Source: an optimization exercise on an open RTL-to-GDS flow (aim: small area, a short achievable clock period and few clock cycles per item). Production flows keep margins and buffers that such runs may drop.
At most, simulation tests tie the RTL to the original design; equivalence was not proved.

## fjord
==> flow/design.v <==
module whorl_rsq (
    input             clk,
    input             rst,           
    input             in_valid,
    output            in_ready,
    input             in_sqrt,       
    input      [31:0] in_a,
    output reg        out_valid,
    output reg [31:0] out_res,
    output reg        out_sat,
    output reg        out_divz,
    output reg        out_domain
);
    reg  [15:0]  M;
    reg  [15:0]  Ms;                         
    reg          rdy, first;
    reg          sq;                         
    reg          nf;                         
    reg          f_spc, f_sat, f_divz, f_dom;
    reg  [32:0]  S;                          
    reg          s;                          
    reg  [31:0]  E;                          
    reg          b0r;                        
    assign in_ready = rdy;
    wire accept = in_valid & rdy;
    wire last   = M[0] & !M[1];
    wire [31:0] a       = in_a;
    wire        a_zero  = (a == 32'd0);
    wire        sm_pos  = !a[31] & (a[30:28] == 3'd0) & (!a[27] | (a[26:0] == 27'd0));
    wire        sm_neg  = a[31] & (a[30:27] == 4'hF);
    wire        a_m27   = sm_neg & (a[26:0] == 27'd0);             
    wire        a_max   = !a[31] & (a[30:0] == 31'h7FFF_FFFF);
    wire        spc_in  = in_sqrt ? (a[31] | a_max) : (sm_pos | sm_neg);
    wire        rcp_sk2 = a[31] ? !a[30] : (a[30] & (a[29] | (a[28:2] != 27'd0)));
    wire        rcp_sk1 = a[31] ? (a[30:28] != 3'b111)
                                : (a[30] | a[29] | (a[28] & (a[27:0] != 28'd0)));
    wire        sq_sk1  = (a[30:27] == 4'd0);
    reg  [32:0] s_init;
    reg  [15:0] m_init;
    always @* begin
        if (in_sqrt) begin
            if (sq_sk1) begin
                s_init = {4'b1111, a[26:0], 2'b00};              
                m_init = 16'h3FFF;
            end else begin
                s_init = {2'b11, a[30:0]};                       
                m_init = 16'h7FFF;
            end
        end else if (rcp_sk2) begin
            s_init = a[31] ? {33'h0_7FFF_FFF8 | {31'd0, a[29:28]}}
                           : {33'h0_8000_0004 | {31'd0, a[29:28]}};
            m_init = 16'h3FFF;
        end else if (rcp_sk1) begin
            s_init = a[31] ? {33'h0_1FFF_FFFE | {32'd0, a[30]}}
                           : {33'h0_2000_0000 | {32'd0, a[30]}};
            m_init = 16'h7FFF;
        end else begin
            s_init = a[31] ? 33'h0_07FF_FFFF : 33'h0_0800_0000;
            m_init = 16'hFFFF;
        end
        if (spc_in)
            m_init = 16'h0001;
    end
    wire [16:0] Mx  = {1'b0, M};
    wire [16:0] Msx = {1'b0, Ms};
    wire [31:0] oh0, oh1, so0, so1, sk0, sk1;
    genvar m;
    generate
        for (m = 0; m < 16; m = m + 1) begin : pos
            assign oh0[2*m+1] = Mx[m] & !Mx[m+1];
            assign oh0[2*m]   = 1'b0;
            assign oh1[2*m+1] = 1'b0;
            assign oh1[2*m]   = Mx[m] & !Mx[m+1];
            assign so0[2*m+1] = Msx[m] & !Msx[m+1];
            assign so0[2*m]   = 1'b0;
            assign so1[2*m+1] = 1'b0;
            assign so1[2*m]   = Msx[m] & !Msx[m+1];
            assign sk0[2*m+1] = Msx[m+1];
            assign sk0[2*m]   = Msx[m];
            assign sk1[2*m+1] = Msx[m+1];
            assign sk1[2*m]   = Msx[m+1];
        end
    endgenerate
    wire [31:0] sop0  = {so0[30:0], 1'b0};          
    wire [31:0] sopp0 = {so0[29:0], 2'b00};         
    wire [31:0] sop1  = so0;                        
    wire [31:0] dfb  = (b0r ? {so0[28:0], 3'b000} : 32'd0) | (!s ? sopp0 : 32'd0);
    wire [31:0] dfb3  = b0r ? {so0[28:0], 3'b000} : 32'd0;
    wire [31:0] msub0 = dfb3 | sopp0 | sk0;         
    wire [31:0] madd0 = dfb3 | sop0 | so0;          
    wire [32:0] Y0a   = {1'b0, ~(E & ~madd0)};
    wire [32:0] Y0s   = {1'b1, E & ~msub0};
    wire [32:0] R0a   = S + Y0a + {32'd0, nf};
    wire [32:0] R0s   = S + Y0s + {32'd0, !nf};
    wire [32:0] Y0    = s ? Y0a : Y0s;
    wire        cin0  = s ? nf : !nf;
    wire        s1    = s ? R0a[32] : R0s[32];      
    reg         bdv0, bdv1;
    wire        bdn0 = (|(E & {2'b00, oh0[31:2]})) ^ !nf;
    wire        bdn1 = (|(E & {2'b00, oh1[31:2]})) ^ !nf;
    wire [32:0] R1c [0:1];
    genvar u;
    generate
        for (u = 0; u < 2; u = u + 1) begin : outcome    
            wire [31:0] msub1 = dfb | sk1 | sop0;
            wire [31:0] madd1 = dfb | sop1 | so1;
            wire [32:0] Y1    = (u == 1) ? {1'b0, ~(E & ~madd1)} : {1'b1, E & ~msub1};
            wire        cin1  = (u == 1) ? nf : !nf;
            wire        bd0   = sq ? (u == 0) : bdv0;
            wire [32:0] X1    = {S[31:0], bd0};
            wire [32:0] X2    = {Y0[31:0], cin1};
            wire [32:0] cs_s  = X1 ^ X2 ^ Y1;
            wire [32:0] cs_c  = (X1 & X2) | (X1 & Y1) | (X2 & Y1);
            assign R1c[u] = cs_s + {cs_c[31:0], cin0} + {32'd0, cin0};
        end
    endgenerate
    wire [32:0] R1  = s1 ? R1c[1] : R1c[0];
    wire        b0  = !s1;
    wire        b1  = !R1[32];
    wire        bd1 = sq ? b1 : bdv1;
    wire [1:0]  qbits = {b0 ^ nf, b1 ^ nf};
    always @(posedge clk) begin
        if (rst) begin
            M         <= 16'd0;
            Ms        <= 16'd0;
            rdy       <= 1'b1;
            out_valid <= 1'b0;
        end else begin
            out_valid <= last;
            if (accept) begin
                M   <= m_init;
                Ms  <= in_sqrt ? m_init : 16'd0;
                rdy <= spc_in;
            end else begin
                M   <= {1'b0, M[15:1]};
                Ms  <= {1'b0, Ms[15:1]};
                rdy <= !M[2];
            end
        end
    end
    always @(posedge clk) begin
        first <= accept;
        if (accept) begin
            sq     <= in_sqrt;
            nf     <= !in_sqrt & a[31];
            f_spc  <= spc_in;
            f_sat  <= !in_sqrt & (sm_pos | sm_neg) & !a_zero & !a_m27;
            f_divz <= !in_sqrt & a_zero;
            f_dom  <= in_sqrt & a[31];
            S      <= s_init;
            s      <= in_sqrt;
            E      <= in_sqrt ? 32'hFFFF_FFFF : (a[31] ? a : ~a);
            b0r    <= 1'b0;
            bdv0   <= rcp_sk2 ? a[27] : rcp_sk1 ? a[29] : a[31];
            bdv1   <= rcp_sk2 ? a[26] : rcp_sk1 ? a[28] : a[30];
        end else begin
            bdv0 <= bdn0;
            bdv1 <= bdn1;
            S <= {R1[31:0], bd1};
            s <= R1[32];
            E   <= E & ~dfb;
            b0r <= b0;
        end
        if (first & f_spc)
            out_res <= {nf, sq ? !f_dom : !nf, {30{!sq & !nf}}};
        else if (first)
            out_res <= {{30{nf}}, qbits};
        else
            out_res <= {out_res[29:0], qbits};
        if (last) begin
            out_sat    <= f_sat;
            out_divz   <= f_divz;
            out_domain <= f_dom;
        end
    end
endmodule
==> flow/config.mk <==
export PLATFORM = sky130hd
export DESIGN_NAME = whorl_rsq
export DESIGN_NICKNAME = whorl_rsq
export VERILOG_FILES = /design/flow/design.v
export SDC_FILE = /design/flow/constraint.sdc
export NUM_CORES = 4
export LEC_CHECK = 0
export CAP_MARGIN = 20
export CORE_MARGIN = 2
export CORE_UTILIZATION = 40
export PLACE_DENSITY = 0.6
export SLEW_MARGIN = 20
==> flow/constraint.sdc <==
create_clock -name core_clock -period 11.0 [get_ports {clk}]
set_input_delay 2.2000 -clock core_clock [delete_from_list [all_inputs] [get_ports {clk}]]
set_output_delay 2.2000 -clock core_clock [all_outputs]
set_load 0.01 [all_outputs]
standard.sh (not shown) runs the stock make flow with config.mk's settings and CLKGATE_MAP_FILE= SYNTH_SCRIPT=/design/flow/synth_recipe.tcl, a recipe that flattens the netlist after the stock synthesis.
==> flow/flow/run.sh <==
#!/bin/bash
set -euo pipefail
bash standard.sh SETUP_SLACK_MARGIN=7 SETUP_MOVE_SEQUENCE=unbuffer,sizeup,swap,buffer TNS_END_PERCENT=20 finish > standard_flow.log 2>&1
fjord went all the way through synthesis, placement and routing and the layout is clean on timing, DRC and antenna.
Setup changes, fjord to tundra
--- a/flow/design.v
+++ b/flow/design.v
@@ -85,16 +85,12 @@
     wire [31:0] sopp0 = {so0[29:0], 2'b00};         
     wire [31:0] sop1  = so0;                        
     wire [31:0] dfb  = (b0r ? {so0[28:0], 3'b000} : 32'd0) | (!s ? sopp0 : 32'd0);
-    wire [31:0] dfb3  = b0r ? {so0[28:0], 3'b000} : 32'd0;
-    wire [31:0] msub0 = dfb3 | sopp0 | sk0;         
-    wire [31:0] madd0 = dfb3 | sop0 | so0;          
-    wire [32:0] Y0a   = {1'b0, ~(E & ~madd0)};
-    wire [32:0] Y0s   = {1'b1, E & ~msub0};
-    wire [32:0] R0a   = S + Y0a + {32'd0, nf};
-    wire [32:0] R0s   = S + Y0s + {32'd0, !nf};
-    wire [32:0] Y0    = s ? Y0a : Y0s;
+    wire [31:0] msub0 = dfb | sk0;                  
+    wire [31:0] madd0 = dfb | sop0 | so0;           
+    wire [32:0] Y0    = s ? {1'b0, ~(E & ~madd0)} : {1'b1, E & ~msub0};
     wire        cin0  = s ? nf : !nf;
-    wire        s1    = s ? R0a[32] : R0s[32];      
+    wire [32:0] R0    = S + Y0 + {32'd0, cin0};
+    wire        s1    = R0[32];                     
     reg         bdv0, bdv1;
     wire        bdn0 = (|(E & {2'b00, oh0[31:2]})) ^ !nf;
     wire        bdn1 = (|(E & {2'b00, oh1[31:2]})) ^ !nf;
Results
- Length in cells of the worst reg-to-reg path for tundra: 1 up relative to fjord
- Synthesized area is lower on tundra
- Taking fjord as the reference, in tundra fraction of area in multi-input gates has decreased, die height has decreased, detailed-routed wire length on met2 has decreased, fraction of the mapped netlist area in compound gates has increased.
- Looking only at critical path depth, and setting everything else aside, the higher value of tundra and fjord goes to tundra.
Testbench counts of tundra, summed over its fixed seeds: cycles 234,871, items 16,000.
The RTL of fjord was laid out without a check of its function.

## what the ideal ports hide
In the flow no input, the clock included, has a driving cell. The finished layouts below were timed again as built, in two steps.
Step 1 sets driving cells, clkbuf_16 on the clock port and buf_2 on the other inputs (assumed; they add their load-dependent delay and slew).
Step 2 times the ports against the registers' clock, not the clock port: input delays grow and output delays shrink by t, the midpoint of the rising clock arrivals with the driver on.
Three values: no drivers, after step 1, after step 2; two values: the first two.
run	t, ns	setup slack, ns	hold WS [ns]	worst setup path at the end
fjord	0.483	6.517 / 6.517 / 6.351	0.417 / 0.417 / 0.417	input to register
tundra	0.484	6.428 / 6.428 / 6.022	0.423 / 0.423 / 0.423	input to register
After both steps setup and hold are still met in every run listed. The setup slack of tundra, which loses most, moves by 0.000 ns with the drivers and by -0.406 ns with both steps.
